Context: an optimization exercise on an open-source flow, tuned for small area, a short achievable clock period and few clock cycles. The choices shown serve that exercise and are no tape-out recipe. Function was checked by simulation only, so behaviour that the tests miss may differ from the original. No activity file was given, so power comes from the tool's default toggle rates.

--- flow/run.sh ---
#!/bin/bash
# synth_recipe.tcl (not shown) runs the flow's synth.tcl, then flattens the netlist and writes it again
# the make line also repeats each setting of config.mk as NAME=value (left out here)
make -C /OpenROAD-flow-scripts/flow DESIGN_CONFIG=/design/flow/config.mk WORK_HOME=/design/flow/orfs CLKGATE_MAP_FILE= SYNTH_SCRIPT=/design/flow/synth_recipe.tcl finish
--- flow/config.mk ---
export PLATFORM = sky130hd
export DESIGN_NAME = xa_narrow_acc
export DESIGN_NICKNAME = xa_narrow_acc
export VERILOG_FILES = /design/flow/design.v
export SDC_FILE = /design/flow/constraint.sdc
export NUM_CORES = 4
export LEC_CHECK = 0
export CAP_MARGIN = 20
export CORE_MARGIN = 2
export CORE_UTILIZATION = 30
export PLACE_DENSITY = 0.4
export SLEW_MARGIN = 20
--- flow/constraint.sdc ---
create_clock -name core_clock -period 24.0 [get_ports {clk}]
set_input_delay 4.8000 -clock core_clock [delete_from_list [all_inputs] [get_ports {clk}]]
set_output_delay 4.8000 -clock core_clock [all_outputs]
set_load 0.01 [all_outputs]
--- flow/design.v ---
module xa_decode (
    input  wire [2:0] fmt,
    input  wire [7:0] x,
    output reg        sign,
    output wire [7:0] m,
    output wire [2:0] q,
    output wire       is_zero,
    output reg        is_inf,
    output reg        is_nan
);
    reg  [7:0] mag;
    reg  [4:0] sh;
    always @(*) begin
        sign   = 1'b0;
        mag    = 8'd0;
        sh     = 5'd16;
        is_inf = 1'b0;
        is_nan = 1'b0;
        case (fmt)
            3'd0: begin  
                sign = x[7];
                if (x[6:0] == 7'h7F) is_nan = 1'b1;
                mag = {4'd0, x[6:3] != 4'd0, x[2:0]};
                sh  = (x[6:3] == 4'd0) ? 5'd7 : {1'b0, x[6:3]} + 5'd6;
            end
            3'd1: begin  
                sign = x[7];
                if (x[6:2] == 5'd31) begin
                    if (x[1:0] == 2'd0) is_inf = 1'b1;
                    else                is_nan = 1'b1;
                end
                mag = {5'd0, x[6:2] != 5'd0 && x[6:2] != 5'd31, x[1:0]};
                sh  = (x[6:2] == 5'd0) ? 5'd0 : x[6:2] - 5'd1;
            end
            3'd2: begin  
                sign = x[5];
                mag  = {4'd0, x[4:3] != 2'd0, x[2:0]};
                sh   = (x[4:3] == 2'd0) ? 5'd13 : {3'd0, x[4:3]} + 5'd12;
            end
            3'd3: begin  
                sign = x[5];
                mag  = {5'd0, x[4:2] != 3'd0, x[1:0]};
                sh   = (x[4:2] == 3'd0) ? 5'd12 : {2'd0, x[4:2]} + 5'd11;
            end
            3'd4: begin  
                sign = x[3];
                mag  = {6'd0, x[2:1] != 2'd0, x[0]};
                sh   = (x[2:1] == 2'd0) ? 5'd15 : {3'd0, x[2:1]} + 5'd14;
            end
            3'd5: begin  
                sign = x[7];
                mag  = x[7] ? (~x + 8'd1) : x;
            end
            default: begin  
                sign = x[3];
                mag  = x[3] ? {4'd0, (~x[3:0] + 4'd1)} : {4'd0, x[3:0]};
            end
        endcase
    end
    assign m = mag << sh[1:0];
    assign q = sh[4:2];
    assign is_zero = !is_inf && !is_nan && (mag == 8'd0);
endmodule
module xa_add #(parameter W = 16) (
    input  wire [W-1:0] a,
    input  wire [W-1:0] b,
    input  wire         cin,
    output wire [W-1:0] s,
    output wire         cout
);
    localparam [127:0] SRC0 = {32{4'h5}},  UP0 = {32{4'hA}};
    localparam [127:0] SRC1 = {32{4'h2}},  UP1 = {32{4'hC}};
    localparam [127:0] SRC2 = {16{8'h08}}, UP2 = {16{8'hF0}};
    localparam [127:0] SRC3 = {8{16'h0080}},     UP3 = {8{16'hFF00}};
    localparam [127:0] SRC4 = {4{32'h0000_8000}}, UP4 = {4{32'hFFFF_0000}};
    localparam [127:0] SRC5 = {2{64'h0000_0000_8000_0000}}, UP5 = {2{64'hFFFF_FFFF_0000_0000}};
    localparam [127:0] SRC6 = {64'd0, 64'h8000_0000_0000_0000}, UP6 = {{64{1'b1}}, 64'd0};
    function automatic [2*W-1:0] level(input [W-1:0] g, input [W-1:0] p,
                                       input [127:0] src, input [127:0] up, input integer n);
        reg [W-1:0] sg, sp;
        integer t;
        begin
            sg = (g & src[W-1:0]) << 1;
            sp = (p & src[W-1:0]) << 1;
            for (t = 0; t < n; t = t + 1) begin
                sg = sg | (sg << (1 << t));
                sp = sp | (sp << (1 << t));
            end
            level = {g | (p & sg), p & (sp | ~up[W-1:0])};
        end
    endfunction
    wire [W-1:0]   p0 = a ^ b;
    wire [W-1:0]   g0 = (a & b) | {{(W-1){1'b0}}, p0[0] & cin};
    wire [2*W-1:0] k1 = level(g0,          p0,          SRC0, UP0, 0);
    wire [2*W-1:0] k2 = level(k1[2*W-1:W], k1[W-1:0], SRC1, UP1, 1);
    wire [2*W-1:0] k3 = level(k2[2*W-1:W], k2[W-1:0], SRC2, UP2, 2);
    wire [2*W-1:0] k4 = level(k3[2*W-1:W], k3[W-1:0], SRC3, UP3, 3);
    wire [2*W-1:0] k5 = level(k4[2*W-1:W], k4[W-1:0], SRC4, UP4, 4);
    wire [2*W-1:0] k6 = level(k5[2*W-1:W], k5[W-1:0], SRC5, UP5, 5);
    wire [2*W-1:0] k7 = level(k6[2*W-1:W], k6[W-1:0], SRC6, UP6, 6);
    wire [W-1:0]   gc = k7[2*W-1:W];    
    assign s    = p0 ^ {gc[W-2:0], cin};
    assign cout = gc[W-1];
endmodule
module xa_mul8 (
    input  wire [7:0]  a,
    input  wire [7:0]  b,
    input  wire        dec,
    output wire [15:0] s,
    output wire [15:0] c
);
    wire [15:0] pp [0:8];
    genvar i;
    generate
        for (i = 0; i < 8; i = i + 1) begin : pps
            assign pp[i] = {8'd0, a & {8{b[i]}}} << i;
        end
    endgenerate
    assign pp[8] = {16{dec}};
    wire [15:0] s1a = pp[0] ^ pp[1] ^ pp[2];
    wire [15:0] c1a = ((pp[0] & pp[1]) | (pp[0] & pp[2]) | (pp[1] & pp[2])) << 1;
    wire [15:0] s1b = pp[3] ^ pp[4] ^ pp[5];
    wire [15:0] c1b = ((pp[3] & pp[4]) | (pp[3] & pp[5]) | (pp[4] & pp[5])) << 1;
    wire [15:0] s1c = pp[6] ^ pp[7] ^ pp[8];
    wire [15:0] c1c = ((pp[6] & pp[7]) | (pp[6] & pp[8]) | (pp[7] & pp[8])) << 1;
    wire [15:0] s2a = s1a ^ c1a ^ s1b;
    wire [15:0] c2a = ((s1a & c1a) | (s1a & s1b) | (c1a & s1b)) << 1;
    wire [15:0] s2b = c1b ^ s1c ^ c1c;
    wire [15:0] c2b = ((c1b & s1c) | (c1b & c1c) | (s1c & c1c)) << 1;
    wire [15:0] s3  = s2a ^ c2a ^ s2b;
    wire [15:0] c3  = ((s2a & c2a) | (s2a & s2b) | (c2a & s2b)) << 1;
    assign s = s3 ^ c3 ^ c2b;
    assign c = ((s3 & c3) | (s3 & c2b) | (c3 & c2b)) << 1;
endmodule
module xa_lzc128 (
    input  wire [127:0] x,
    output reg  [6:0]   n,
    output reg          z
);
    reg [63:0] v1; reg [63:0] c1;
    reg [31:0] v2; reg [63:0] c2;
    reg [15:0] v3; reg [47:0] c3;
    reg [7:0]  v4; reg [31:0] c4;
    reg [3:0]  v5; reg [19:0] c5;
    reg [1:0]  v6; reg [11:0] c6;
    integer i;
    always @(*) begin
        for (i = 0; i < 64; i = i + 1) begin
            v1[i] = x[2*i+1] | x[2*i];
            c1[i] = !x[2*i+1];
        end
        for (i = 0; i < 32; i = i + 1) begin
            v2[i] = v1[2*i+1] | v1[2*i];
            c2[2*i +: 2] = v1[2*i+1] ? {1'b0, c1[2*i+1]} : {1'b1, c1[2*i]};
        end
        for (i = 0; i < 16; i = i + 1) begin
            v3[i] = v2[2*i+1] | v2[2*i];
            c3[3*i +: 3] = v2[2*i+1] ? {1'b0, c2[4*i+2 +: 2]} : {1'b1, c2[4*i +: 2]};
        end
        for (i = 0; i < 8; i = i + 1) begin
            v4[i] = v3[2*i+1] | v3[2*i];
            c4[4*i +: 4] = v3[2*i+1] ? {1'b0, c3[6*i+3 +: 3]} : {1'b1, c3[6*i +: 3]};
        end
        for (i = 0; i < 4; i = i + 1) begin
            v5[i] = v4[2*i+1] | v4[2*i];
            c5[5*i +: 5] = v4[2*i+1] ? {1'b0, c4[8*i+4 +: 4]} : {1'b1, c4[8*i +: 4]};
        end
        for (i = 0; i < 2; i = i + 1) begin
            v6[i] = v5[2*i+1] | v5[2*i];
            c6[6*i +: 6] = v5[2*i+1] ? {1'b0, c5[10*i+5 +: 5]} : {1'b1, c5[10*i +: 5]};
        end
        z = !(v6[1] | v6[0]);
        n = v6[1] ? {1'b0, c6[11:6]} : {1'b1, c6[5:0]};
    end
endmodule
module xa_fp32_count (
    input  wire [111:0] acc,
    output wire [6:0]   lz,          
    output wire [6:0]   tz,          
    output wire         zero
);
    wire         sign = acc[111];
    wire [110:0] c    = acc[110:0] ^ {111{sign}};
    wire [6:0] n1, n2;
    wire       z1, z2;
    xa_lzc128 lzc (.x({1'b0, c, 16'd0}), .n(n1), .z(z1));
    reg  [127:0] rev;
    integer i;
    always @(*) begin
        rev = 128'd0;
        for (i = 0; i < 112; i = i + 1)
            rev[127 - i] = acc[i];
    end
    xa_lzc128 tzc (.x(rev), .n(n2), .z(z2));
    assign lz   = z1 ? 7'd112 : n1;      
    assign tz   = n2;                    
    assign zero = z2;
endmodule
module xa_fp32_plan (
    input  wire [6:0]   lz,
    input  wire [6:0]   tz,
    input  wire [8:0]   f_base,      
    output wire [8:0]   sh,          
    output wire [8:0]   e0,          
    output wire         sticky       
);
    wire signed [10:0] fs  = $signed({{2{f_base[8]}}, f_base}) + 11'sd205;
    wire signed [10:0] fc  = (fs < -11'sd25) ? -11'sd25 : fs;
    wire               sub = fs < $signed({4'd0, lz});
    wire signed [10:0] en  = fs - $signed({4'd0, lz});
    wire               stn = ({1'b0, tz} + {1'b0, lz}) < 8'd87;
    wire signed [10:0] tc  = $signed({4'd0, tz}) + fc;
    wire               sts = tc < 11'sd87;
    assign sh     = sub ? fc[8:0] : {2'b00, lz};
    assign e0     = sub ? 9'd0 : en[8:0];
    assign sticky = sub ? sts : stn;
endmodule
module xa_fp32_win (
    input  wire [111:0] acc,
    input  wire [8:0]   sh,          
    output wire [24:0]  win          
);
    wire sign = acc[111];
    wire [161:0] x = {{25{sign}}, acc, 25'd0};
    wire [7:0]   r = 8'd112 - sh[7:0];
    wire [151:0] x1 = r[7] ? {118'd0, x[161:128]} : x[151:0];
    wire [87:0]  x2 = r[6] ? x1[151:64] : x1[87:0];
    wire [55:0]  x3 = r[5] ? x2[87:32]  : x2[55:0];
    wire [39:0]  x4 = r[4] ? x3[55:16]  : x3[39:0];
    wire [31:0]  x5 = r[3] ? x4[39:8]   : x4[31:0];
    wire [27:0]  x6 = r[2] ? x5[31:4]   : x5[27:0];
    wire [25:0]  x7 = r[1] ? x6[27:2]   : x6[25:0];
    wire [24:0]  x8 = r[0] ? x7[25:1]   : x7[24:0];
    assign win = x8 ^ {25{sign}};
endmodule
module xa_fp32_pack (
    input  wire        sign,
    input  wire [24:0] win,
    input  wire [8:0]  e0,
    input  wire        sticky,
    input  wire        zero,
    input  wire [5:0]  flags,
    output reg  [31:0] result
);
    localparam [31:0] QNAN = 32'h7FC0_0000;
    localparam [31:0] PINF = 32'h7F80_0000;
    localparam [31:0] NINF = 32'hFF80_0000;
    wire        carry = sign & !sticky;
    wire [33:0] v     = {1'b0, e0, 24'd0} + {9'd0, win} + {33'd0, carry};
    wire        rup   = v[0] & (sticky | v[1]);
    wire [32:0] body  = v[33:1] + {32'd0, rup};
    wire        ovf   = (body[32:23] >= 10'd255);
    always @(*) begin
        if (flags[0] || flags[4] || flags[5] || (flags[1] && flags[2]))
            result = QNAN;
        else if (flags[1])
            result = PINF;
        else if (flags[2])
            result = NINF;
        else if (zero)
            result = flags[3] ? 32'h0000_0000 : 32'h8000_0000;
        else if (ovf)
            result = sign ? NINF : PINF;
        else
            result = {sign, body[30:0]};
    end
endmodule
module xa_narrow_acc (
    input  wire         clk,
    input  wire         rst,
    input  wire         in_valid,
    output reg          in_ready,
    input  wire         in_first,
    input  wire         in_last,
    input  wire [3:0]   in_lane_en,
    input  wire [31:0]  in_a,         
    input  wire [31:0]  in_b,
    input  wire [7:0]   in_xa,        
    input  wire [7:0]   in_xb,        
    input  wire [2:0]   cfg_fmt_a,
    input  wire [2:0]   cfg_fmt_b,
    input  wire         cfg_mx_a,
    input  wire         cfg_mx_b,
    input  wire [8:0]   cfg_f,        
    input  wire [111:0] cfg_acc,      
    input  wire [5:0]   cfg_flags,
    output reg          out_valid,
    input  wire         out_ready,
    output reg  [111:0] out_acc,
    output reg  [7:0]   out_flags,
    output reg  [31:0]  out_fp32
);
    wire take = in_valid && in_ready && !rst;
    wire give = out_valid && out_ready;
    reg  exp_first;
    wire k_load = exp_first && !(s0_v && s0_first) && !(s1_v && s1_first) &&
                  !(s2_v && s2_first);
    reg         s2_v, s2_first, s2_last;
    reg         s1_v, s1_first, s1_last;
    reg         s0_v, s0_first, s0_last;
    reg  [3:0]  s0_en;
    reg  [31:0] s0_a, s0_b;
    reg  [7:0]  s0_xa, s0_xb;
    reg  [2:0]   k_fa, k_fb;
    reg          k_mxa, k_mxb;
    reg  [8:0]   k_f;
    reg  [111:0] k_acc;
    reg  [5:0]   k_flags;
    always @(posedge clk) begin
        s0_v     <= take;
        s0_first <= in_first;
        s0_last  <= in_last;
        s0_en    <= in_lane_en;
        s0_a     <= in_a;
        s0_b     <= in_b;
        s0_xa    <= in_xa;
        s0_xb    <= in_xb;
        if (k_load) begin
            k_fa    <= cfg_fmt_a;
            k_fb    <= cfg_fmt_b;
            k_mxa   <= cfg_mx_a;
            k_mxb   <= cfg_mx_b;
            k_f     <= (cfg_mx_a || cfg_mx_b) ? cfg_f : 9'd0;
            k_acc   <= cfg_acc;
            k_flags <= cfg_flags;
        end
    end
    wire signed [10:0] e_a = k_mxa ? ($signed({3'd0, s0_xa}) - 11'sd127) : 11'sd0;
    wire signed [10:0] e_b = k_mxb ? ($signed({3'd0, s0_xb}) - 11'sd127) : 11'sd0;
    wire signed [10:0] d   = e_a + e_b - $signed({{2{k_f[8]}}, k_f});
    wire in_window = (d >= 11'sd0) && (d <= 11'sd16);
    wire scale_nan = (k_mxa && s0_xa == 8'hFF) || (k_mxb && s0_xb == 8'hFF);
    wire [15:0] l_ps [0:3];
    wire [15:0] l_pc [0:3];
    wire [3:0]  l_k  [0:3];
    wire [3:0]  l_s, lane_nan, lane_pinf, lane_ninf, lane_nonneg, lane_win;
    genvar g;
    generate
        for (g = 0; g < 4; g = g + 1) begin : lane
            wire       sa, sb, za, zb, ia, ib, na, nb;
            wire [7:0] ma, mb;
            wire [2:0] qa, qb;
            xa_decode dec_a (.fmt(k_fa), .x(s0_a[8*g+7:8*g]), .sign(sa), .m(ma), .q(qa),
                             .is_zero(za), .is_inf(ia), .is_nan(na));
            xa_decode dec_b (.fmt(k_fb), .x(s0_b[8*g+7:8*g]), .sign(sb), .m(mb), .q(qb),
                             .is_zero(zb), .is_inf(ib), .is_nan(nb));
            wire en    = s0_en[g];
            wire psign = sa ^ sb;
            wire pnan  = scale_nan || na || nb || (ia && zb) || (ib && za);
            wire pinf  = !pnan && (ia || ib);
            wire pzero = !pnan && !pinf && (za || zb);
            wire pfin  = !pnan && !pinf && !pzero;
            wire add   = en && pfin && in_window;
            wire [15:0] pms, pmc;
            xa_mul8 mul (.a(ma), .b(mb), .dec(psign), .s(pms), .c(pmc));
            assign l_ps[g] = add ? pms : 16'd0;
            assign l_pc[g] = add ? pmc : 16'd0;
            assign l_k[g]  = {1'b0, qa} + {1'b0, qb};
            assign l_s[g]  = add && psign;
            assign lane_nan[g]    = en && pnan;
            assign lane_pinf[g]   = en && pinf && !psign;
            assign lane_ninf[g]   = en && pinf && psign;
            assign lane_nonneg[g] = en && !(pzero && psign);
            assign lane_win[g]    = en && pfin && !in_window;
        end
    endgenerate
    reg  [15:0] s1_ps [0:3];
    reg  [15:0] s1_pc [0:3];
    reg  [3:0]  s1_k [0:3];
    reg  [3:0]  s1_s;
    reg  [4:0]  s1_d;
    reg  [4:0]  s1_fl;
    integer j;
    always @(posedge clk) begin
        s1_v     <= s0_v && !rst;
        s1_first <= s0_first;
        s1_last  <= s0_last;
        for (j = 0; j < 4; j = j + 1) begin
            s1_ps[j] <= l_ps[j];
            s1_pc[j] <= l_pc[j];
            s1_k[j] <= l_k[j];
        end
        s1_s  <= l_s;
        s1_d  <= d[4:0];
        s1_fl <= {|lane_win, |lane_nonneg, |lane_ninf, |lane_pinf, |lane_nan};
    end
    wire [66:0] l_v [0:3];
    generate
        for (g = 0; g < 4; g = g + 1) begin : align
            wire        ng = s1_s[g];
            wire [15:0] pv;
            wire        pco;
            xa_add #(16) add_p (.a(s1_ps[g]), .b(s1_pc[g]), .cin(1'b0), .s(pv), .cout(pco));
            wire [15:0] v0 = pv ^ {16{ng}};
            wire [3:0]  k  = s1_k[g];
            wire [19:0] v1 = k[0] ? {v0, 4'd0}         : {{4{ng}}, v0};
            wire [27:0] v2 = k[1] ? {v1, 8'd0}         : {{8{ng}}, v1};
            wire [43:0] v3 = k[2] ? {v2, 16'd0}        : {{16{ng}}, v2};
            wire [66:0] v4 = k[3] ? {v3[34:0], 32'd0}  : {{23{ng}}, v3};
            assign l_v[g] = v4;
        end
    endgenerate
    wire [66:0] cs1_s = l_v[1] ^ l_v[2] ^ l_v[3];
    wire [66:0] cs1_c = {((l_v[1][65:0] & l_v[2][65:0]) | (l_v[1][65:0] & l_v[3][65:0]) |
                          (l_v[2][65:0] & l_v[3][65:0])), 1'b0};
    wire [66:0] cs2_s = cs1_s ^ cs1_c ^ l_v[0];
    wire [66:0] cs2_c = {((cs1_s[65:0] & cs1_c[65:0]) | (cs1_s[65:0] & l_v[0][65:0]) |
                          (cs1_c[65:0] & l_v[0][65:0])), 1'b0};
    reg  [66:0] s2_cs, s2_cc;
    reg  [4:0]  s2_d;
    reg  [4:0]  s2_fl;
    always @(posedge clk) begin
        s2_v     <= s1_v && !rst;
        s2_first <= s1_first;
        s2_last  <= s1_last;
        s2_cs    <= cs2_s;
        s2_cc    <= cs2_c;
        s2_d     <= s1_d;
        s2_fl    <= s1_fl;
    end
    wire [66:0] lane_sum;
    wire        lane_co;
    xa_add #(67) add_l (.a(s2_cs), .b(s2_cc), .cin(1'b0), .s(lane_sum), .cout(lane_co));
    reg         s3_v, s3_first, s3_last;
    reg  [82:0] s3_beat;
    reg  [4:0]  s3_fl;
    always @(posedge clk) begin
        s3_v     <= s2_v && !rst;
        s3_first <= s2_first;
        s3_last  <= s2_last;
        s3_beat  <= {{16{lane_sum[66]}}, lane_sum} << s2_d;
        s3_fl    <= s2_fl;
    end
    reg  [111:0] acc;
    reg  [5:0]   flags;
    reg  [8:0]   acc_f;
    reg          acc_done;
    wire [111:0] base_acc   = s3_first ? k_acc   : acc;
    wire [5:0]   base_flags = s3_first ? k_flags : flags;
    wire [111:0] beat_ext   = {{29{s3_beat[82]}}, s3_beat};
    wire [111:0] new_acc;
    wire         acc_co;
    xa_add #(112) add_a (.a(base_acc), .b(beat_ext), .cin(1'b0), .s(new_acc), .cout(acc_co));
    wire         ovf        = (base_acc[111] == beat_ext[111]) && (new_acc[111] != base_acc[111]);
    reg  slot_busy;
    wire xfer = acc_done && !slot_busy;
    always @(posedge clk) begin
        if (s3_v) begin
            acc   <= new_acc;
            flags <= base_flags | {ovf, s3_fl};
            if (s3_first) acc_f <= k_f;
        end
        if (rst)
            acc_done <= 1'b0;
        else if (s3_v && s3_last)
            acc_done <= 1'b1;
        else if (xfer)
            acc_done <= 1'b0;
    end
    wire [6:0] n_lz, n_tz;
    wire       n_zero;
    xa_fp32_count cnt (.acc(acc), .lz(n_lz), .tz(n_tz), .zero(n_zero));
    wire [8:0] p_sh, p_e0;
    wire       p_sticky;
    xa_fp32_plan plan (.lz(n_lz), .tz(n_tz), .f_base(acc_f), .sh(p_sh), .e0(p_e0),
                       .sticky(p_sticky));
    reg        c1, c2;
    reg  [8:0] f1_sh, f1_e0;
    reg        f1_sticky, f1_zero;
    wire [24:0] w_win;
    xa_fp32_win win (.acc(out_acc), .sh(f1_sh), .win(w_win));
    reg  [24:0] f2_win;
    reg  [8:0]  f2_e0;
    reg         f2_sticky, f2_zero;
    wire [31:0] fp32;
    xa_fp32_pack pack (.sign(out_acc[111]), .win(f2_win), .e0(f2_e0), .sticky(f2_sticky),
                       .zero(f2_zero), .flags(out_flags[5:0]), .result(fp32));
    always @(posedge clk) begin
        if (xfer) begin
            out_acc   <= acc;
            out_flags <= {2'b00, flags};
            f1_sh     <= p_sh;
            f1_e0     <= p_e0;
            f1_sticky <= p_sticky;
            f1_zero   <= n_zero;
        end
        f2_win    <= w_win;
        f2_e0     <= f1_e0;
        f2_sticky <= f1_sticky;
        f2_zero   <= f1_zero;
        if (c2) out_fp32 <= fp32;
        if (rst) begin
            c1        <= 1'b0;
            c2        <= 1'b0;
            slot_busy <= 1'b0;
            out_valid <= 1'b0;
        end else begin
            c1 <= xfer;
            c2 <= c1;
            if (xfer)
                slot_busy <= 1'b1;
            else if (give)
                slot_busy <= 1'b0;
            if (c2)
                out_valid <= 1'b1;
            else if (give)
                out_valid <= 1'b0;
        end
    end
    reg  [1:0] pend;
    wire [1:0] pend_next  = pend + {1'b0, take && in_last} - {1'b0, give};
    wire       exp_next   = take ? in_last : exp_first;
    wire       kload_next = exp_next && !(take && in_first) && !(s0_v && s0_first) &&
                             !(s1_v && s1_first);
    always @(posedge clk) begin
        if (rst) begin
            pend      <= 2'd0;
            exp_first <= 1'b1;
            in_ready  <= 1'b1;
        end else begin
            pend      <= pend_next;
            exp_first <= exp_next;
            in_ready  <= !pend_next[1] && (!exp_next || kload_next);
        end
    end
endmodule
==> results of run 1 <==
==> flip-flops by register name (all words and copies together), names as in the netlist, 9 cells and up <==
name	cells
k_f	9
acc_f	9
s1_ps	64
s1_k	16
s2_cc	66
s3_beat	83
s0_a	32
f2_win	25
out_acc	112
acc	112
s2_cs	67
out_fp32	32
s1_pc	56
f2_e0	9
f1_e0	9
k_acc	112
s0_b	32
==> power breakdown <==
| group | total, mW | switching [mW] | internal (mW) |
|---|---|---|---|
| Clock | 1.87 | 0.777 | 1.09 |
| Sequential | 2.15 | 0.193 | 1.95 |
| Combinational | 3.55 | 2.29 | 1.26 |
| Total | 7.56 | 3.26 | 4.30 |
==> metrics by stage <==
step           util, %  power (mW)  hold WS [ns]  setup WS, ns  std cells
3_5_place_dp      33.0        5.72         0.313         17.24      11700
2_1_floorplan        -        4.46         0.310         16.93       8368
4_1_cts           34.6        7.64         0.310         17.05      11900
3_3_place_gp      33.0        5.72         0.312         17.21      11700
6_report          34.6        7.56         0.298         17.15      11900
5_1_grt           34.6        8.07         0.317         17.01      11900
==> cell usage in the layout, fill, tap and decap left out, types with 121 or more instances in the layout <==
cell               n
fa_1             364
ha_1             456
xnor2_1          289
clkbuf_16        121
o21ai_0          542
xor2_1           140
nor2_1           821
dfxtp_1          509
and3_1           185
mux2i_1          250
nand3_1          151
nor3_1           153
nand2_1          695
a21oi_1          510
edfxtp_1         431
inv_1            531
o22ai_1          124
clkdlybuf4s50_1  376
==> cell type report <==
class	count	area, um2
Antenna cell	6	15.0
Clock buffer	153	3250
Clock inverter	67	815
Fill cell	25600	162000
Inverter	540	2030
Multi-Input combinational cell	6419	47800
Sequential cell	953	23400
Tap cell	3330	4170
Timing Repair Buffer	479	4540
==> metal layers <==
metal,vias up,routed length [um]
li1,30200,-
met1,31500,131000
met2,2012,149000
met3,445,14300
met4,0,16200
met5,-,0
==> path summary, 6_finish.rpt <==
| kind | depth (start not counted) | endpoint | start |
|---|---|---|---|
| max | 1 | out_acc[42] | out_acc[42]$_DFFE_PP_ |
| min | 0 | s2_d[3]$_DFF_P_ | s1_d[3]$_DFF_P_ |
| max reg2reg | 17 | s1_ps[2][6]$_SDFF_PN0_ | k_fb[2]$_DFFE_PP_ |
| min reg2reg | 0 | s2_d[3]$_DFF_P_ | s1_d[3]$_DFF_P_ |
==> logic make-up after synthesis <==
| kind of cell | after synthesis | share of synthesized area, % |
|---|---|---|
| DFF | 953 | 31.2 |
| AOI/OAI and AO/OA | 2160 | 18.5 |
| adders and majority gates | 820 | 17.3 |
| and+or+nand+nor | 2600 | 16.5 |
| xor gates and xnor gates | 437 | 5.15 |
| buffers and inverters | 996 | 5.10 |
| muxes | 400 | 6.14 |
| other | 1 | 0.00500 |
==> Yosys cell counts, types with 83 or more instances <==
cell,instances,area share (%)
mux2_2,113,1.7
xnor2_1,290,3.4
xor2_1,144,1.7
ha_1,456,7.6
nor2b_1,83,0.69
o22ai_1,124,1.0
nand3_1,151,1.0
edfxtp_1,431,17
and3_1,186,1.6
clkbuf_1,365,1.8
nor2_1,821,4.1
mux2i_1,250,3.3
o21ai_0,544,3.6
a31oi_1,101,0.84
dfxtp_1,522,14
a21oi_1,511,3.4
nand2b_1,118,0.99
inv_1,532,2.7
nor3_1,153,1.0
a21o_1,107,1.1
fa_1,364,9.7
nand2_1,695,3.5
==> flow_metrics.env, run 1 <==
export IMPL_crit_fanout=3
export IMPL_synth_area_um2=74900
export IMPL_die_area_um2=254000
export IMPL_grt_total_usage_pct=23.7
export IMPL_tns_ns=0
export IMPL_grt_pass1_wl_mm=448
export IMPL_cts_max_level=3
export IMPL_die_w_um=504
export IMPL_drc=0
export IMPL_synth_seq_cells=953
export IMPL_max_slew_margin_pct=18.9
export IMPL_dp_hpwl_mm=250
export IMPL_rsz0062_at_grt="false"
export IMPL_path_delay_family="buffers and inverters"
export IMPL_core_area_um2=248000
export IMPL_grt_overflow=0
export IMPL_holdBufCountCts=0
export IMPL_drive_gt1_share_pct=7.15
export IMPL_p_per_area_nw_per_um2=87.9
export IMPL_port_buffers=376
export IMPL_firstDrtPassIters=6
export IMPL_grt_max_degree=111
export IMPL_status="finished clean"
export IMPL_synth_edff_count=431
export IMPL_drt_iter0_markers=5369
export IMPL_grtUsageMet2_pct=40.2
export IMPL_die_h_um=504
export IMPL_cp_slowest_stage_delay_ns=0.63
export IMPL_maxCapViolations=0
export IMPL_cts_buffers=116
export IMPL_max_freq_ghz=0.146
export IMPL_drv_slew=0
export IMPL_p_leak_nw=35.1
export IMPL_postSynthCellCount=8367
export IMPL_start_util_pct=30.2
export IMPL_post_cts_setup_buffers=0
export IMPL_post_route_min_period_ns=6.85
export IMPL_finClkSkew_ns=0.0634
export IMPL_ir_worst_vdd_v=0.0000614
export IMPL_period_share_pct=28.5
export IMPL_clock_sinks=953
export IMPL_setup_viol=0
export IMPL_final_hold_viol_count=0
export IMPL_worst_pin_slew_ns=1.20
export IMPL_placed_area_um2=82000
export IMPL_cts_tree="built"
export IMPL_crit_chain="clkdlybuf4s50_1"
export IMPL_gp_congestion=0.977
export IMPL_cp_num_buf_inv=1
export IMPL_drt_wl_total_mm=311
export IMPL_drtAntennaViolNets=0
export IMPL_vias_per_cell=5.37
export IMPL_rows=183
export IMPL_num_vias=64200
export IMPL_io_pins=379
export IMPL_yosysWarnings=15
export IMPL_clock_root_buffer="clkbuf_16"
export IMPL_clkTransAtPathRegs_ns=0.06
export IMPL_synth_area_per_cell_um2=8.95
export IMPL_grt_busiest_layer="met2"
export IMPL_cp_arrival_ns=2.05
export IMPL_yosys_most_used_dff="dfxtp_1"
export IMPL_global_route_usage_met3_pct=2.89
export IMPL_start_kind="flop"
export IMPL_wl_per_cell_um=26.0
export IMPL_async_flop_share_pct=0
export IMPL_fin_nets=9554
export IMPL_cts_buffer_depth=3
export IMPL_ff2ff_setup_slack_ns=17.40
export IMPL_syn2layout_area_growth_pct=14.8
export IMPL_critPathKind="reg -> out"
export IMPL_hold_class="reg -> reg"
export IMPL_yosysSeqAreaShare_pct=31.2
export IMPL_grt_pass1_vias=63000
export IMPL_worst_ep_required_time_ns=19.20
export IMPL_antenna_found_initial=14
export IMPL_end_kind="output pin"
export IMPL_ys_types=116
export IMPL_cts_resized=0
export IMPL_grt_use_met1_pct=29.9
export IMPL_cp_slowest_cell="clkdlybuf4s50_1"
export IMPL_clkLatencyLatePin_ns=0.82
export IMPL_fin_area_um2=86000
Testbench counts, summed over its fixed seeds: cycles 22,683.
==> run 2, diff against run 1 <==
--- a/flow/config.mk
+++ b/flow/config.mk
@@ -8,5 +8,5 @@
 export CAP_MARGIN = 20
 export CORE_MARGIN = 2
-export CORE_UTILIZATION = 30
-export PLACE_DENSITY = 0.4
+export CORE_UTILIZATION = 50
+export PLACE_DENSITY = 0.65
 export SLEW_MARGIN = 20
==> run 2 against run 1 <==
Compared with the run above:
- still clean on timing, DRC and antenna
- clock power down 4%
- synthesized cell count unchanged
- fmax up 1.7%
- global-route usage up 11 points
- flip-flop and latch count unchanged
==> flow_metrics.env, run 2 <==
export IMPL_status="finished clean"
export IMPL_clkTransAtPathRegs_ns=0.06
export IMPL_reg_top3="acc: 112 flops, k_acc: 112 flops, out_acc: 112 flops"
export IMPL_start_kind="flop"
export IMPL_crit_fanout=3
export IMPL_wl_per_cell_um=25.7
export IMPL_critPathKind="reg -> out"
export IMPL_die_h_um=391
export IMPL_drv_slew=0
export IMPL_path_delay_family="buffers and inverters"
export IMPL_clock_sinks=953
export IMPL_synth_seq_cells=953
export IMPL_antenna_found_initial=23
export IMPL_die_w_um=391
export IMPL_synth_top_area_cell="edfxtp_1"
export IMPL_cp_arrival_ns=1.93
export IMPL_max_slew_margin_pct=18.6
export IMPL_tns_ns=0
export IMPL_clkLatencyLatePin_ns=0.77
export IMPL_drive_gt1_share_pct=6.99
export IMPL_postSynthCellCount=8367
export IMPL_final_hold_viol_count=0
export IMPL_gp_congestion=1.03
export IMPL_dp_hpwl_mm=217
export IMPL_yosysWarnings=15
export IMPL_drt_iter0_markers=6557
export IMPL_rsz0062_at_grt="false"
export IMPL_placed_area_um2=80200
export IMPL_fin_nets=9545
export IMPL_max_freq_ghz=0.149
export IMPL_synth_edff_count=431
export IMPL_die_area_um2=153000
export IMPL_ys_types=116
export IMPL_cp_slowest_stage_delay_ns=0.61
export IMPL_finClkSkew_ns=0.0614
export IMPL_grt_pass1_wl_mm=398
export IMPL_end_kind="output pin"
export IMPL_cts_buffer_depth=3
export IMPL_cp_num_buf_inv=1
export IMPL_syn2layout_area_growth_pct=12.3
export IMPL_synth_area_leaders="edfxtp_1, dfxtp_1, fa_1"
export IMPL_setup_slack_ns=17.27
export IMPL_worst_pin_slew_ns=1.22
export IMPL_synthTopCellsByCount="nor2_1, nand2_1, o21ai_0"
export IMPL_grt_pass1_vias=62200
export IMPL_worst_ep_required_time_ns=19.20
export IMPL_cts_resized=0
export IMPL_hold_class="reg -> reg"
export IMPL_layout_commonest_cell="nor2_1"
export IMPL_p_per_area_nw_per_um2=87.2
export IMPL_firstDrtPassIters=9
export IMPL_core_area_um2=149000
export IMPL_synth_area_per_cell_um2=8.95
export IMPL_yosysSeqAreaShare_pct=31.2
export IMPL_vias_per_cell=6.17
export IMPL_fin_area_um2=84100
export IMPL_pre_cts_ws_ns=17.29
export IMPL_clock_root_buffer="clkbuf_16"
export IMPL_crit_chain="clkdlybuf4s50_1"
export IMPL_io_pins=379
export IMPL_p_leak_nw=35.0
export IMPL_cts_tree="built"
export IMPL_rows=142
export IMPL_synth_most_common_cell="nor2_1"
export IMPL_grt_total_usage_pct=34.5
export IMPL_synth_top_area_share_pct=17.3
export IMPL_drc=0
export IMPL_yosys_most_used_dff="dfxtp_1"
export IMPL_grt_max_degree=96
export IMPL_cts_max_level=3
export IMPL_ir_worst_vdd_v=0.0000662
export IMPL_start_util_pct=50.2
export IMPL_cp_slowest_cell="clkdlybuf4s50_1"
export IMPL_async_flop_share_pct=0
export IMPL_drtAntennaViolNets=0
export IMPL_period_share_pct=28.1
export IMPL_synth_area_um2=74900
export IMPL_grt_overflow=0
export IMPL_cts_buffers=106
export IMPL_drt_wl_total_mm=271
export IMPL_setup_viol=0
export IMPL_mostFrequentLayoutCells="nor2_1, nand2_1, o21ai_0, inv_1, a21oi_1"
export IMPL_maxCapViolations=0
export IMPL_post_route_min_period_ns=6.73
export IMPL_post_cts_setup_buffers=0
export IMPL_finish_utilization_pct=56.4
export IMPL_port_buffers=376
export IMPL_holdBufCountCts=0
export IMPL_num_vias=65100
## run 2: cell types whose count changed in the layout (fill, tap and decap cells not counted), sizes merged
cell      delta
bufinv       +4
diode        +5
clkbuf      -13
clkinvlp     +7
buf          +1
clkinv      -11
inv          -5
## run 2: final timing paths
kind                            cells past startpoint                endpoint                   from  slack (ns)
worst min register to register                      0         s2_d[1]$_DFF_P_        s1_d[1]$_DFF_P_        0.32
worst max register to register                     18  s1_ps[3][6]$_SDFF_PN0_      k_fa[1]$_DFFE_PP_       17.44
worst max-delay path                                1             out_acc[81]  out_acc[81]$_DFFE_PP_       17.27
worst min-delay path                                0         s2_d[1]$_DFF_P_        s1_d[1]$_DFF_P_        0.32
## run 2: final cells by class
class                      instances  area (um2)
antenna                           11        27.5
clock buffer                     140        2960
clock inverter                    62         910
fill                           13400       65100
inverter                         540        2030
multi-input combinational       6419       47800
sequential                       953       23400
tap                             1944        2430
timing repair buffer             480        4540
## run 2: cell families after synthesis
| kind of cell | count (synthesis) | share of synthesized area, % |
|---|---|---|
| compound gates | 2160 | 18.5 |
| xor+xnor | 437 | 5.15 |
| fa+ha+maj | 820 | 17.3 |
| buf+inv | 996 | 5.10 |
| flops | 953 | 31.2 |
| mux | 400 | 6.14 |
| other cells | 1 | 0.00500 |
| simple gates | 2600 | 16.5 |
## run 2: per-layer routing
| metal | up-vias | part of all wire, % | GRT usage (%) | routed length, um |
|---|---|---|---|---|
| met3 | 659 | 7.2 | 5.08 | 19700 |
| met4 | 16 | 7.1 | 21.3 | 19300 |
| met1 | 31300 | 39 | 42.7 | 106000 |
| met5 | - | 0.045 | 0 | 121 |
| li1 | 30200 | - | - | - |
| met2 | 2901 | 47 | 57.0 | 126000 |
## run 2: power by group
part / switching [mW] / internal, mW / leakage (nW)
combinational: 2.19 / 1.25 / 24.8
clock: 0.733 / 1.05 / 1.86
sequential: 0.152 / 1.95 / 8.28
## run 2: through the flow
step | hold slack (ns) | power [mW] | std cells
2_1_floorplan | 0.310 | 4.46 | 8368
3_5_place_dp | 0.313 | 5.51 | 10300
5_1_grt | 0.331 | 7.77 | 10500
3_3_place_gp | 0.311 | 5.45 | 10300
6_report | 0.323 | 7.33 | 10500
4_1_cts | 0.326 | 7.30 | 10500
==> run 3, diff against run 2 <==
--- a/flow/config.mk
+++ b/flow/config.mk
@@ -6,4 +6,5 @@
 export NUM_CORES = 4
 export LEC_CHECK = 0
+export ABC_AREA = 1
 export CAP_MARGIN = 20
 export CORE_MARGIN = 2
==> run 3 against run 2 <==
Compared with the run above:
- clock-buffer cell count unchanged
- die area fell by 0.82%
- non-clock buffer count down 27
- core utilization grew 0.14 points
- cell area down 0.82%
- sequential share of layout area up 0.22 points
- global-route usage rose by 0.68 points
- critical endpoint is now f1_sticky$_DFFE_PP_
==> flow_metrics.env, run 3 <==
export IMPL_end_kind="flop"
export IMPL_drive_gt1_share_pct=4.08
export IMPL_start_util_pct=50.3
export IMPL_pre_cts_ws_ns=17.15
export IMPL_ir_worst_vdd_v=0.0000686
export IMPL_drtAntennaViolNets=0
export IMPL_async_flop_share_pct=0
export IMPL_grt_total_usage_pct=35.2
export IMPL_fin_nets=11300
export IMPL_dp_cells=12100
export IMPL_antenna_found_initial=9
export IMPL_clkTransAtPathRegs_ns=0.06
export IMPL_synth_most_common_cell="nand2_1"
export IMPL_cts_tree="built"
export IMPL_cts_resized=0
export IMPL_synth_top_area_share_pct=17.4
export IMPL_grt_pass1_vias=66500
export IMPL_ff2ff_setup_slack_ns=17.04
export IMPL_synthTopCellsByCount="nand2_1, inv_1, nand3_1"
export IMPL_yosys_most_used_dff="dfxtp_1"
export IMPL_worst_pin_slew_ns=1.11
export IMPL_die_h_um=389
export IMPL_rsz0062_at_grt="false"
export IMPL_status="finished clean"
export IMPL_setup_worst_path_end="f1_sticky$_DFFE_PP_"
export IMPL_dp_hpwl_mm=222
export IMPL_post_route_min_period_ns=6.96
export IMPL_max_freq_ghz=0.144
export IMPL_post_cts_setup_buffers=0
export IMPL_syn2layout_area_growth_pct=12.3
export IMPL_synth_area_per_cell_um2=7.40
export IMPL_fill_cells=14000
export IMPL_mostFrequentLayoutCells="nand2_1, inv_1, nand3_1, nor2_1, o21ai_0"
export IMPL_final_hold_viol_count=0
export IMPL_multi_input_area_um2=44500
export IMPL_holdBufCountCts=0
export IMPL_cts_buffers=109
export IMPL_num_vias=69900
export IMPL_layout_commonest_cell="nand2_1"
export IMPL_worst_ep_required_time_ns=24.51
export IMPL_cts_max_level=3
export IMPL_core_area_um2=148000
export IMPL_final_cells=12300
export IMPL_maxCapViolations=0
export IMPL_period_share_pct=29.0
export IMPL_tns_ns=0
export IMPL_io_pins=379
export IMPL_wl_per_cell_um=22.2
export IMPL_crit_fanout=67
export IMPL_p_per_area_nw_per_um2=100
export IMPL_synth_top_area_cell="edfxtp_1"
export IMPL_grt_max_degree=76
export IMPL_reg2regPathDepth=27
export IMPL_postSynthCellCount=10000
export IMPL_drt_iter0_markers=7285
export IMPL_finClkSkew_ns=0.0357
export IMPL_port_buffers=376
export IMPL_clock_sinks=953
export IMPL_synth_area_um2=74300
export IMPL_yosysWarnings=15
export IMPL_critPathKind="reg -> reg"
export IMPL_yosysSeqAreaShare_pct=31.5
export IMPL_timing_rr_end="f1_sticky$_DFFE_PP_"
export IMPL_cts_buffer_depth=3
export IMPL_max_slew_margin_pct=25.1
export IMPL_drv_slew=0
export IMPL_worstReg2RegStart="acc[111]$_DFFE_PP_"
export IMPL_crit_path_start="acc[111]$_DFFE_PP_"
export IMPL_grt_overflow=0
export IMPL_clkLatencyLatePin_ns=0.76
export IMPL_synth_area_leaders="edfxtp_1, dfxtp_1, nand2_1"
export IMPL_vias_per_cell=5.69
export IMPL_synth_seq_cells=953
export IMPL_holdWs_ns=0.301
export IMPL_hold_class="reg -> reg"
export IMPL_setup_slack_ns=17.04
export IMPL_reg_top3="acc: 112 flops, k_acc: 112 flops, out_acc: 112 flops"
export IMPL_drt_wl_total_mm=273
export IMPL_die_area_um2=152000
export IMPL_synth_edff_count=431
export IMPL_start_kind="flop"
export IMPL_cp_arrival_ns=7.48
export IMPL_firstDrtPassIters=10
export IMPL_drc=0
export IMPL_ff_latch_area_um2=23400
export IMPL_grt_pass1_wl_mm=406
export IMPL_hold_path_depth=0
export IMPL_die_w_um=389
export IMPL_gp_congestion=1.03
export IMPL_p_leak_nw=39.2
export IMPL_num_antenna_cells=0
export IMPL_rows=141
export IMPL_ys_types=67
export IMPL_setup_viol=0
export IMPL_clock_root_buffer="clkbuf_16"
==> run 3: how the worst min path moves through the flow <==
stage,from,end
2_1_floorplan,s0_last$_DFF_P_,s1_last$_DFF_P_
3_3_place_gp,s2_fl[4]$_DFF_P_,s3_fl[4]$_DFF_P_
3_5_place_dp,s1_d[3]$_DFF_P_,s2_d[3]$_DFF_P_
4_1_cts,s1_d[3]$_DFF_P_,s2_d[3]$_DFF_P_
5_1_grt,s1_d[3]$_DFF_P_,s2_d[3]$_DFF_P_
6_report,s1_d[3]$_DFF_P_,s2_d[3]$_DFF_P_
==> run 3: per-stage QoR <==
step	total power, mW	cell area, um2	utilization, %
6_report	8.36	83400	56.5
5_1_grt	8.99	83400	56.5
4_1_cts	8.32	83400	56.5
3_5_place_dp	6.60	79700	54.0
3_3_place_gp	6.52	79700	54.0
2_1_floorplan	5.21	74300	-
==> run 3: cell families after synthesis <==
kind of cell	Yosys count	share of synthesized area, %
AND/OR/NAND/NOR	4786	27.4
buffers and inverters	1698	8.70
AO/OA/AOI/OAI	1440	10.8
flip-flops	953	31.5
adder cells (fa/ha/maj)	820	17.5
XOR/XNOR	329	3.91
multiplexers	18	0.242
other	1	0.00505
==> run 3: area by class of cell <==
class,instances,share of cell area [%]
multi-input cells,7395,53.4
flip-flops and latches,953,28.1
inverters,1347,6.06
repair buffers,453,5.21
clock buffers,140,3.69
well taps,1930,2.89
clock inverters,67,0.718
==> run 3: critical path: stages (launching register included) <==
cell	delay [ns]
edfxtp_1	0.32
buf_4	0.45
buf_4	0.78
inv_2	0.03
buf_4	0.28
ha_1	0.36
inv_1	0.06
nand2_1	0.07
nor2_1	0.19
nand4_1	0.24
nor2_1	0.38
nand2_1	0.22
inv_1	0.21
nand3_1	0.16
nand3_1	0.34
fa_1	0.26
nand2_1	0.07
nand2_1	0.06
a21oi_1	0.08
nor2_1	0.13
nor2_1	0.06
o21bai_1	0.20
a211o_1	0.16
inv_1	0.05
a21oi_1	0.52
clkinv_1	0.63
nor2_1	0.26
a21oi_1	0.06
==> run 3: metal layers <==
| metal | routed length [um] | GRT usage, % | share of wire [%] |
|---|---|---|---|
| met3 | 21200 | 5.49 | 7.8 |
| met4 | 18800 | 20.5 | 6.9 |
| met1 | 109000 | 44.8 | 40 |
| met5 | 50 | 0 | 0.018 |
| met2 | 124000 | 57.0 | 45 |
==> run 3: report_power, final <==
part           switching (mW)  internal (mW)  total, mW
logic                    2.97           1.47       4.44
registers               0.201           2.01       2.22
clock network           0.740          0.969       1.71
==> run 4, diff against run 3 <==
--- a/flow/design.v
+++ b/flow/design.v
@@ -293,7 +293,4 @@
     wire take = in_valid && in_ready && !rst;
     wire give = out_valid && out_ready;
-    reg  exp_first;
-    wire k_load = exp_first && !(s0_v && s0_first) && !(s1_v && s1_first) &&
-                  !(s2_v && s2_first);
     reg         s2_v, s2_first, s2_last;
     reg         s1_v, s1_first, s1_last;
@@ -307,4 +304,7 @@
     reg  [111:0] k_acc;
     reg  [5:0]   k_flags;
+    reg  exp_first;
+    wire k_load = exp_first && !(s0_v && s0_first) && !(s1_v && s1_first) &&
+                  !(s2_v && s2_first);
     always @(posedge clk) begin
         s0_v     <= take;
@@ -469,5 +469,5 @@
     reg        f1_sticky, f1_zero;
     wire [24:0] w_win;
-    xa_fp32_win win (.acc(out_acc), .sh(f1_sh), .win(w_win));
+    xa_fp32_win u_win (.acc(out_acc), .sh(f1_sh), .win(w_win));
     reg  [24:0] f2_win;
     reg  [8:0]  f2_e0;
@@ -489,5 +489,5 @@
         f2_sticky <= f1_sticky;
         f2_zero   <= f1_zero;
-        if (c2) out_fp32 <= fp32;
+        out_fp32  <= fp32;
         if (rst) begin
             c1        <= 1'b0;
--- a/flow/config.mk
+++ b/flow/config.mk
@@ -6,5 +6,4 @@
 export NUM_CORES = 4
 export LEC_CHECK = 0
-export ABC_AREA = 1
 export CAP_MARGIN = 20
 export CORE_MARGIN = 2
==> run 4 against run 3 <==
Compared with the run above:
- fmax barely moved
- via count fell by 3.1%
- still clean on timing, DRC and antenna
- flip-flop and latch count did not move
- non-clock buffer count rose by 17
- critical endpoint is now s1_ps[0][10]$_SDFF_PN0_
- worst setup slack got worse by 0.0066 ns
- sequential share of layout area fell by 0.91 points
- total power fell by 11%
- combinational power fell by about 20%
- die area rose by 2.0%
- largest power group unchanged
- synthesized area rose by 2.1%
- wire length rose by 6.5%
- register-to-register slack barely moved
==> flow_metrics.env, run 4 <==
export IMPL_status="finished clean"
export IMPL_drv_slew=0
export IMPL_grt_overflow=0
export IMPL_worst_pin_slew_ns=1.17
export IMPL_die_w_um=393
export IMPL_critPathKind="reg -> reg"
export IMPL_cts_max_level=3
export IMPL_grt_pass1_wl_mm=426
export IMPL_end_kind="flop"
export IMPL_cp_arrival_ns=7.59
export IMPL_maxCapViolations=0
export IMPL_synth_most_common_cell="nor2_1"
export IMPL_period_share_pct=29.0
export IMPL_dp_hpwl_mm=233
export IMPL_layout_commonest_cell="nor2_1"
export IMPL_synthTopCellsByCount="nor2_1, nand2_1, dfxtp_1"
export IMPL_synth_seq_cells=953
export IMPL_fin_area_um2=85100
export IMPL_pre_cts_ws_ns=17.31
export IMPL_antenna_found_initial=27
export IMPL_drive_gt1_share_pct=6.81
export IMPL_synth_area_um2=75800
export IMPL_ff2ff_setup_slack_ns=17.03
export IMPL_post_cts_setup_buffers=0
export IMPL_num_vias=67700
export IMPL_ys_types=116
export IMPL_crit_fanout=25
export IMPL_worst_ep_required_time_ns=24.62
export IMPL_post_route_min_period_ns=6.97
export IMPL_start_util_pct=50.5
export IMPL_drt_iter0_markers=7085
export IMPL_cts_buffer_depth=3
export IMPL_grt_total_usage_pct=36.4
export IMPL_clock_root_buffer="clkbuf_16"
export IMPL_cts_buffers=106
export IMPL_rsz0062_at_grt="false"
export IMPL_yosysSeqAreaShare_pct=30.4
export IMPL_drt_wl_total_mm=291
export IMPL_vias_per_cell=6.30
export IMPL_setup_viol=0
export IMPL_port_buffers=376
export IMPL_async_flop_share_pct=0
export IMPL_ir_worst_vdd_v=0.0000762
export IMPL_clkTransAtPathRegs_ns=0.06
export IMPL_synth_top_area_cell="edfxtp_1"
export IMPL_synth_top_area_share_pct=15.8
export IMPL_io_pins=379
export IMPL_die_area_um2=155000
export IMPL_cts_tree="built"
export IMPL_placed_area_um2=81200
export IMPL_cts_resized=0
export IMPL_tns_ns=0
export IMPL_clkLatencyLatePin_ns=0.79
export IMPL_grt_max_degree=131
export IMPL_setup_slack_ns=17.03
export IMPL_wl_per_cell_um=27.1
export IMPL_die_h_um=393
export IMPL_fin_nets=9682
export IMPL_max_freq_ghz=0.143
export IMPL_start_kind="flop"
export IMPL_p_per_area_nw_per_um2=87.7
export IMPL_firstDrtPassIters=6
export IMPL_p_total_mw=7.46
export IMPL_gp_congestion=1.09
export IMPL_syn2layout_area_growth_pct=12.2
export IMPL_mostFrequentLayoutCells="nor2_1, nand2_1, dfxtp_1, inv_1, o21ai_0"
export IMPL_synth_area_per_cell_um2=8.91
export IMPL_drc=0
export IMPL_yosysWarnings=15
export IMPL_synth_edff_count=399
export IMPL_yosys_most_used_dff="dfxtp_1"
export IMPL_p_leak_nw=35.4
export IMPL_synth_area_leaders="edfxtp_1, dfxtp_1, fa_1"
export IMPL_holdBufCountCts=0
export IMPL_rows=142
export IMPL_max_slew_margin_pct=20.9
export IMPL_finClkSkew_ns=0.0586
export IMPL_core_area_um2=150000
export IMPL_drtAntennaViolNets=0
export IMPL_postSynthCellCount=8515
export IMPL_reg_top3="acc: 112 flops, k_acc: 112 flops, out_acc: 112 flops"
export IMPL_clock_sinks=953
export IMPL_hold_class="reg -> reg"
export IMPL_grt_pass1_vias=64600
export IMPL_final_hold_viol_count=0
[run 4: stage by stage]
step / instances / utilization [%] / hold WS (ns)
final: 10800 / 56.7 / 0.324
after global routing: 10700 / 56.7 / 0.325
after CTS: 10700 / 56.7 / 0.325
after detailed placement: 10500 / 54.1 / 0.312
after global placement: 10500 / 54.1 / 0.310
after floorplan: 8516 / - / 0.310
[run 4: cell families after synthesis]
kind of cell / synth area share [%]
flops: 30.4
other cells: 0.00495
xor+xnor: 5.05
fa+ha+maj: 17.2
simple gates: 16.7
compound gates: 19.3
buf+inv: 5.12
mux: 6.16
[run 4: worst paths after layout]
check | start | endpoint | cells past startpoint
max | k_fa[0]$_DFFE_PP_ | s1_ps[0][10]$_SDFF_PN0_ | 14
min | s2_fl[3]$_DFF_P_ | s3_fl[3]$_DFF_P_ | 0
max reg2reg | k_fa[0]$_DFFE_PP_ | s1_ps[0][10]$_SDFF_PN0_ | 14
min reg2reg | s2_fl[3]$_DFF_P_ | s3_fl[3]$_DFF_P_ | 0
[run 4: report_power, final]
part	switching, mW	total [mW]	internal, mW
registers	0.157	2.10	1.94
clock network	0.742	1.81	1.06
logic	2.29	3.56	1.27
[run 4: final cells by class]
type | instances | area (um2)
diodes | 6 | 15.0
clock buffers | 137 | 2950
clock inverters | 64 | 955
fillers | 13500 | 65000
inverters | 551 | 2070
multi-input cells | 6553 | 49000
flip-flops and latches | 953 | 23100
well taps | 2016 | 2520
repair buffers | 470 | 4480
[run 4: per-layer routing]
layer	up-vias	wire [um]	global-route usage, %
met5	-	165	0
met4	26	22400	23.6
met3	810	21600	6.05
met2	3249	136000	60.1
met1	32700	111000	43.9
li1	30900	-	-
[run 4: worst max-delay path: stages (launching register included)]
cell and delay, ns:
edfxtp_1 0.91, inv_1 0.63, nor3_1 0.96, a22oi_1 0.29
o311ai_1 1.00, mux2i_1 0.23, nand2_1 0.13, o21ai_1 0.22
nand2b_1 0.27, fa_1 0.50, fa_1 0.52, fa_1 0.55
inv_1 0.05, fa_1 0.41, and3_1 0.16
Testbench counts of run 4, summed over its fixed seeds: cycles 22,683.
==> run 5, diff against run 4 <==
--- a/flow/config.mk
+++ b/flow/config.mk
@@ -9,4 +9,6 @@
 export CORE_MARGIN = 2
 export CORE_UTILIZATION = 50
+export CTS_CLUSTER_DIAMETER = 100
+export CTS_CLUSTER_SIZE = 20
 export PLACE_DENSITY = 0.65
 export SLEW_MARGIN = 20
==> run 5 against run 4 <==
Compared with the run above:
- clock skew shrank 0.016 ns
- core utilization is 1.4 points lower
- fmax fell by 0.76%
- critical path depth unchanged
- global-route usage is 0.27 points lower
- highest routed layer unchanged
- die area unchanged
- cell area shrank 2.5%
- hold slack got worse by 0.0033 ns
- non-clock buffer count did not move
==> flow_metrics.env, run 5 <==
export IMPL_final_hold_viol_count=0
export IMPL_start_util_pct=50.5
export IMPL_synth_top_area_cell="edfxtp_1"
export IMPL_p_per_area_nw_per_um2=81.1
export IMPL_ys_types=116
export IMPL_combPwrFrac_pct=52.8
export IMPL_tns_ns=0
export IMPL_grt_pass1_vias=64100
export IMPL_period_share_pct=29.3
export IMPL_end_kind="flop"
export IMPL_cts_buffer_depth=3
export IMPL_cp_slowest_cell="o311ai_1"
export IMPL_rows=142
export IMPL_clkTransAtPathRegs_ns=0.09
export IMPL_cts_max_level=2
export IMPL_reg_top3="acc: 112 flops, k_acc: 112 flops, out_acc: 112 flops"
export IMPL_syn2layout_area_growth_pct=9.46
export IMPL_p_int_mw=3.70
export IMPL_grt_pass1_wl_mm=423
export IMPL_die_h_um=393
export IMPL_worst_pin_slew_ns=1.23
export IMPL_wl_per_cell_um=27.1
export IMPL_cp_num_buf_inv=2
export IMPL_cts_resized=0
export IMPL_cp_arrival_ns=7.62
export IMPL_synth_edff_count=399
export IMPL_start_kind="flop"
export IMPL_cts_tree="built"
export IMPL_synth_area_leaders="edfxtp_1, dfxtp_1, fa_1"
export IMPL_path_delay_family="adder cells"
export IMPL_dp_cells=10500
export IMPL_fin_nets=9635
export IMPL_crit_fanout=25
export IMPL_max_freq_ghz=0.142
export IMPL_synth_area_um2=75800
export IMPL_synth_top_area_share_pct=15.8
export IMPL_pwr_share_clk_pct=16.1
export IMPL_max_slew_margin_pct=16.9
export IMPL_synth_area_per_cell_um2=8.91
export IMPL_maxCapViolations=0
export IMPL_hold_class="reg -> reg"
export IMPL_clock_sinks=953
export IMPL_grt_overflow=0
export IMPL_die_area_um2=155000
export IMPL_core_area_um2=150000
export IMPL_grt_max_degree=131
export IMPL_dp_hpwl_mm=233
export IMPL_yosys_most_used_dff="dfxtp_1"
export IMPL_post_cts_setup_buffers=0
export IMPL_cts_buffers=59
export IMPL_drv_slew=0
export IMPL_gp_congestion=1.09
export IMPL_ir_worst_vdd_v=0.0000577
export IMPL_setup_viol=0
export IMPL_drt_iter0_markers=6997
export IMPL_port_buffers=376
export IMPL_synth_most_common_cell="nor2_1"
export IMPL_io_pins=379
export IMPL_status="finished clean"
export IMPL_grt_total_usage_pct=36.1
export IMPL_drtAntennaViolNets=0
export IMPL_firstDrtPassIters=7
export IMPL_clkLatencyLatePin_ns=0.72
export IMPL_yosysSeqAreaShare_pct=30.4
export IMPL_async_flop_share_pct=0
export IMPL_mostFrequentLayoutCells="nor2_1, nand2_1, dfxtp_1, inv_1, o21ai_0"
export IMPL_critPathKind="reg -> reg"
export IMPL_die_w_um=393
export IMPL_antenna_found_initial=28
export IMPL_fill_cells=13700
export IMPL_synthTopCellsByCount="nor2_1, nand2_1, dfxtp_1"
export IMPL_rsz0062_at_grt="false"
export IMPL_final_cells=10700
export IMPL_p_leak_nw=34.4
export IMPL_p_seq_share_pct=31.1
export IMPL_layout_commonest_cell="nor2_1"
export IMPL_yosysWarnings=15
export IMPL_pre_cts_ws_ns=17.31
export IMPL_num_vias=67200
export IMPL_drive_gt1_share_pct=5.71
export IMPL_post_route_min_period_ns=7.02
export IMPL_holdBufCountCts=0
export IMPL_cp_slowest_stage_delay_ns=1.05
export IMPL_drc=0
export IMPL_switching_share_pct=45.0
export IMPL_vias_per_cell=6.31
export IMPL_cp_common_cell="fa_1"
export IMPL_setup_slack_ns=16.98
export IMPL_p_sw_mw=3.03
export IMPL_finClkSkew_ns=0.0428
export IMPL_clock_root_buffer="clkbuf_16"
export IMPL_p_total_mw=6.73
export IMPL_synth_seq_cells=953
export IMPL_worst_ep_required_time_ns=24.59
export IMPL_drt_wl_total_mm=289
export IMPL_crit_chain="inv_1, nor3_1, a22oi_1, o311ai_1, mux2i_1, nor2_1, a31oi_1, nand2b_1, fa_1, fa_1, fa_1, inv_1, fa_1, and3_1"
export IMPL_postSynthCellCount=8515
[run 5: cell count changes in the layout (fill, tap and decap cells not counted), moves of 6 or more]
cell / change
bufinv_16: -17
clkbuf_1: +8
clkbuf_16: -49
clkbuf_8: -6
clkinv_1: -6
clkinv_2: -14
clkinv_4: -7
[run 5: final cells by class]
class / count / area (um2) / area share, %
multi-input combinational: 6553 / 49000 / 59.0
clock inverter: 13 / 148 / 0.178
tap: 2016 / 2520 / 3.04
timing repair buffer: 470 / 4480 / 5.40
inverter: 551 / 2070 / 2.49
clock buffer: 89 / 1660 / 2.00
antenna: 8 / 20.0 / 0.0241
sequential: 953 / 23100 / 27.8
[run 5: cells by family after synthesis]
group | after synthesis | share of synthesized area, %
DFF | 953 | 30.4
and+or+nand+nor | 2656 | 16.7
xor gates and xnor gates | 436 | 5.05
adders and majority gates | 823 | 17.2
buffers and inverters | 1010 | 5.12
other | 1 | 0.00495
AOI/OAI and AO/OA | 2229 | 19.3
muxes | 407 | 6.16
[run 5: per-stage QoR]
| stage | instance area [um2] | util (%) | hold slack (ns) |
|---|---|---|---|
| final | 83000 | 55.3 | 0.320 |
| after global routing | 83000 | 55.3 | 0.329 |
| after CTS | 83000 | 55.3 | 0.321 |
| after detailed placement | 81200 | 54.1 | 0.312 |
| after global placement | 81100 | 54.1 | 0.310 |
| after floorplan | 75800 | - | 0.310 |
[run 5: path summary, 6_finish.rpt]
| kind | from | end | slack (ns) | cells after the start |
|---|---|---|---|---|
| worst min register to register | s1_d[1]$_DFF_P_ | s2_d[1]$_DFF_P_ | 0.32 | 0 |
| worst min-delay path | s1_d[1]$_DFF_P_ | s2_d[1]$_DFF_P_ | 0.32 | 0 |
| worst max register to register | k_fa[0]$_DFFE_PP_ | s1_ps[0][8]$_SDFF_PN0_ | 16.98 | 14 |
| worst max-delay path | k_fa[0]$_DFFE_PP_ | s1_ps[0][8]$_SDFF_PN0_ | 16.98 | 14 |
[run 5: power by group through the flow]
stage               logic [mW]  registers (mW)  clock network (mW)
finish                    3.55            2.10                1.08
global route              3.87            2.11                1.16
CTS                       3.48            2.09                1.10
detailed placement        3.47            2.13                   0
global placement          3.42            2.13                   0
floorplan                 2.43            2.04                   0
[run 5: routing by layer]
| metal | GRT usage, % | vias to the layer above | share of wire (%) |
|---|---|---|---|
| met5 | 0 | - | 0.060 |
| met1 | 43.8 | 32400 | 38 |
| met2 | 59.3 | 3233 | 46 |
| li1 | - | 30800 | - |
| met4 | 24.1 | 26 | 7.8 |
| met3 | 5.60 | 775 | 7.6 |
==> run 6, diff against run 5 <==
--- a/flow/design.v
+++ b/flow/design.v
@@ -293,4 +293,7 @@
     wire take = in_valid && in_ready && !rst;
     wire give = out_valid && out_ready;
+    reg  exp_first;
+    wire k_load = exp_first && !(s0_v && s0_first) && !(s1_v && s1_first) &&
+                  !(s2_v && s2_first);
     reg         s2_v, s2_first, s2_last;
     reg         s1_v, s1_first, s1_last;
@@ -304,7 +307,4 @@
     reg  [111:0] k_acc;
     reg  [5:0]   k_flags;
-    reg  exp_first;
-    wire k_load = exp_first && !(s0_v && s0_first) && !(s1_v && s1_first) &&
-                  !(s2_v && s2_first);
     always @(posedge clk) begin
         s0_v     <= take;
@@ -469,5 +469,5 @@
     reg        f1_sticky, f1_zero;
     wire [24:0] w_win;
-    xa_fp32_win u_win (.acc(out_acc), .sh(f1_sh), .win(w_win));
+    xa_fp32_win win (.acc(out_acc), .sh(f1_sh), .win(w_win));
     reg  [24:0] f2_win;
     reg  [8:0]  f2_e0;
@@ -489,5 +489,5 @@
         f2_sticky <= f1_sticky;
         f2_zero   <= f1_zero;
-        out_fp32  <= fp32;
+        if (c2) out_fp32 <= fp32;
         if (rst) begin
             c1        <= 1'b0;
==> run 6 against run 5 <==
Compared with the run above:
- via count down 3.8%
- non-clock buffer count up 10
- first-iteration DRC count down 3.5%
- clock-buffer cell count down 1
- core utilization down 0.30 points
- die area down 1.2%
- synthesized cell count down 1.7%
- sequential power about the same
- largest cell class unchanged
==> flow_metrics.env, run 6 <==
export IMPL_synth_area_per_cell_um2=8.95
export IMPL_yosys_most_used_dff="dfxtp_1"
export IMPL_firstDrtPassIters=7
export IMPL_synth_area_leaders="edfxtp_1, dfxtp_1, fa_1"
export IMPL_p_per_area_nw_per_um2=80.6
export IMPL_end_kind="output pin"
export IMPL_worst_pin_slew_ns=1.17
export IMPL_dp_hpwl_mm=217
export IMPL_maxCapViolations=0
export IMPL_max_slew_margin_pct=20.1
export IMPL_cp_num_buf_inv=1
export IMPL_cts_resized=0
export IMPL_cp_slowest_cell="clkdlybuf4s50_1"
export IMPL_drc=0
export IMPL_p_total_mw=6.61
export IMPL_clkTransAtPathRegs_ns=0.08
export IMPL_grt_max_degree=96
export IMPL_path_delay_family="buffers and inverters"
export IMPL_ir_worst_vdd_v=0.0000572
export IMPL_setup_worst_path_end="out_acc[81]"
export IMPL_crit_fanout=3
export IMPL_yosysSeqAreaShare_pct=31.2
export IMPL_grt_overflow=0
export IMPL_core_area_um2=149000
export IMPL_cts_tree="built"
export IMPL_yosys_area_share_simple_pct=16.5
export IMPL_synth_edff_count=431
export IMPL_synthTopCellsByCount="nor2_1, nand2_1, o21ai_0"
export IMPL_setup_viol=0
export IMPL_critPathKind="reg -> out"
export IMPL_grt_pass1_vias=61700
export IMPL_dp_cells=10300
export IMPL_cts_buffers=59
export IMPL_hold_path_depth=0
export IMPL_port_buffers=376
export IMPL_post_route_min_period_ns=6.73
export IMPL_antenna_found_initial=24
export IMPL_fin_nets=9498
export IMPL_ff_latch_area_um2=23400
export IMPL_fill_cells=13600
export IMPL_multi_input_area_um2=47800
export IMPL_crit_path_start="out_acc[81]$_DFFE_PP_"
export IMPL_drtAntennaViolNets=0
export IMPL_drt_iter0_markers=6751
export IMPL_drive_gt1_share_pct=5.85
export IMPL_crit_chain="clkdlybuf4s50_1"
export IMPL_clock_root_buffer="clkbuf_16"
export IMPL_post_cts_setup_buffers=0
export IMPL_tns_ns=0
export IMPL_wl_per_cell_um=25.8
export IMPL_final_cells=10500
export IMPL_finClkSkew_ns=0.0749
export IMPL_postSynthCellCount=8367
export IMPL_num_vias=64600
export IMPL_die_h_um=391
export IMPL_ff2ff_setup_slack_ns=17.45
export IMPL_start_kind="flop"
export IMPL_grt_pass1_wl_mm=396
export IMPL_drv_slew=0
export IMPL_synth_xor_area_share_pct=5.15
export IMPL_cts_max_level=2
export IMPL_rsz0062_at_grt="false"
export IMPL_clkLatencyLatePin_ns=0.77
export IMPL_synth_top_area_cell="edfxtp_1"
export IMPL_ys_types=116
export IMPL_cp_slowest_stage_delay_ns=0.61
export IMPL_grt_total_usage_pct=34.3
export IMPL_status="finished clean"
export IMPL_p_leak_nw=34.0
export IMPL_final_hold_viol_count=0
export IMPL_die_area_um2=153000
==> run 6: changes by cell type in the layout (fill, tap and decap cells not counted), moves of 13 or more <==
cell       delta
or4_1        -13
nand3_1      -52
nor2_1       -15
a21oi_1      +16
nand2_1      +16
edfxtp_1     +32
o211ai_1     -26
o2111ai_1    -19
mux2_2       -14
dfxtp_1      -34
nor2_2       +16
==> run 6: cells by family (layout without fill, tap and decap cells) <==
kind of cell               count (synthesis)  count (layout)
and+or+nand+nor                         2600            2600
AOI/OAI and AO/OA                       2160            2160
buffers and inverters                    996            1126
DFF                                      953             953
adders and majority gates                820             820
xor gates and xnor gates                 437             437
muxes                                    400             400
other                                      1              17
==> run 6: layer usage <==
metal | global-route usage, % | part of all wire, % | vias up
li1 | - | - | 30000
met4 | 20.7 | 7.0 | 14
met1 | 42.6 | 39 | 31200
met3 | 4.52 | 7.1 | 605
met5 | 0 | 0.039 | -
met2 | 56.8 | 47 | 2765
==> run 6: power breakdown <==
part	total (mW)	internal [mW]	switching (mW)
combinational	3.43	1.25	2.18
clock	1.08	0.473	0.607
sequential	2.10	1.95	0.152
total	6.61	3.67	2.94
==> run 6: cell type report <==
type	count	area share, %
clock inverters	18	0.284
well taps	1944	2.96
inverters	540	2.47
diodes	15	0.0457
multi-input cells	6419	58.2
clock buffers	88	1.93
flip-flops and latches	953	28.5
repair buffers	480	5.54
==> run 6: worst min path at each step <==
| stage | start | end | slack (ns) |
|---|---|---|---|
| 6_report | s1_d[2]$_DFF_P_ | s2_d[2]$_DFF_P_ | 0.33 |
| 5_1_grt | s1_d[1]$_DFF_P_ | s2_d[1]$_DFF_P_ | 0.33 |
| 4_1_cts | s1_d[1]$_DFF_P_ | s2_d[1]$_DFF_P_ | 0.33 |
| 3_5_place_dp | s1_d[1]$_DFF_P_ | s2_d[1]$_DFF_P_ | 0.31 |
| 3_3_place_gp | s2_fl[0]$_DFF_P_ | s3_fl[0]$_DFF_P_ | 0.31 |
| 2_1_floorplan | s0_last$_DFF_P_ | s1_last$_DFF_P_ | 0.31 |
==> run 6: per-stage QoR <==
| step | setup WS, ns | cell area [um2] |
|---|---|---|
| after floorplan | 16.93 | 74900 |
| after global placement | 17.11 | 80200 |
| after detailed placement | 17.29 | 80200 |
| after CTS | 17.25 | 82000 |
| after global routing | 17.07 | 82000 |
| final | 17.27 | 82100 |
==> run 6: worst reg2reg max path: cells and delay by family, from the launching register on <==
family                   cells  cell delay (ns)
adder cells (fa/ha/maj)      4             2.09
buffers and inverters        6             1.25
AO/OA/AOI/OAI                3             1.18
AND/OR/NAND/NOR              4             1.03
multiplexers                 1             0.58
flip-flops                   1             0.33
Testbench counts of run 6, summed over its fixed seeds: cycles 22,683.

re-timing with driven ports:
The flow's constraints put no driver on any port. The routed layouts listed below were extracted and timed again, unchanged, in two steps. Step 1 assumes that a clkbuf_16 drives the clock port and a buf_2 every other input. Step 2 times the ports against the registers' clock, not the clock port: input delays grow and output delays shrink by t, the midpoint of the rising clock arrivals with the driver on. Three values: ideal ports, drivers, drivers and shift; two values: the first two.
run	t, ns	slack for setup (ns)
run 1	0.873	17.150 / 17.057 / 17.256
run 2	0.823	17.267 / 17.185 / 17.232
run 3	0.832	17.036 / 17.036 / 17.036
run 4	0.843	17.029 / 17.029 / 17.029
run 5	0.784	16.976 / 16.976 / 16.976
run 6	0.814	17.268 / 17.188 / 17.237
After both steps setup and hold are still met in every run listed.
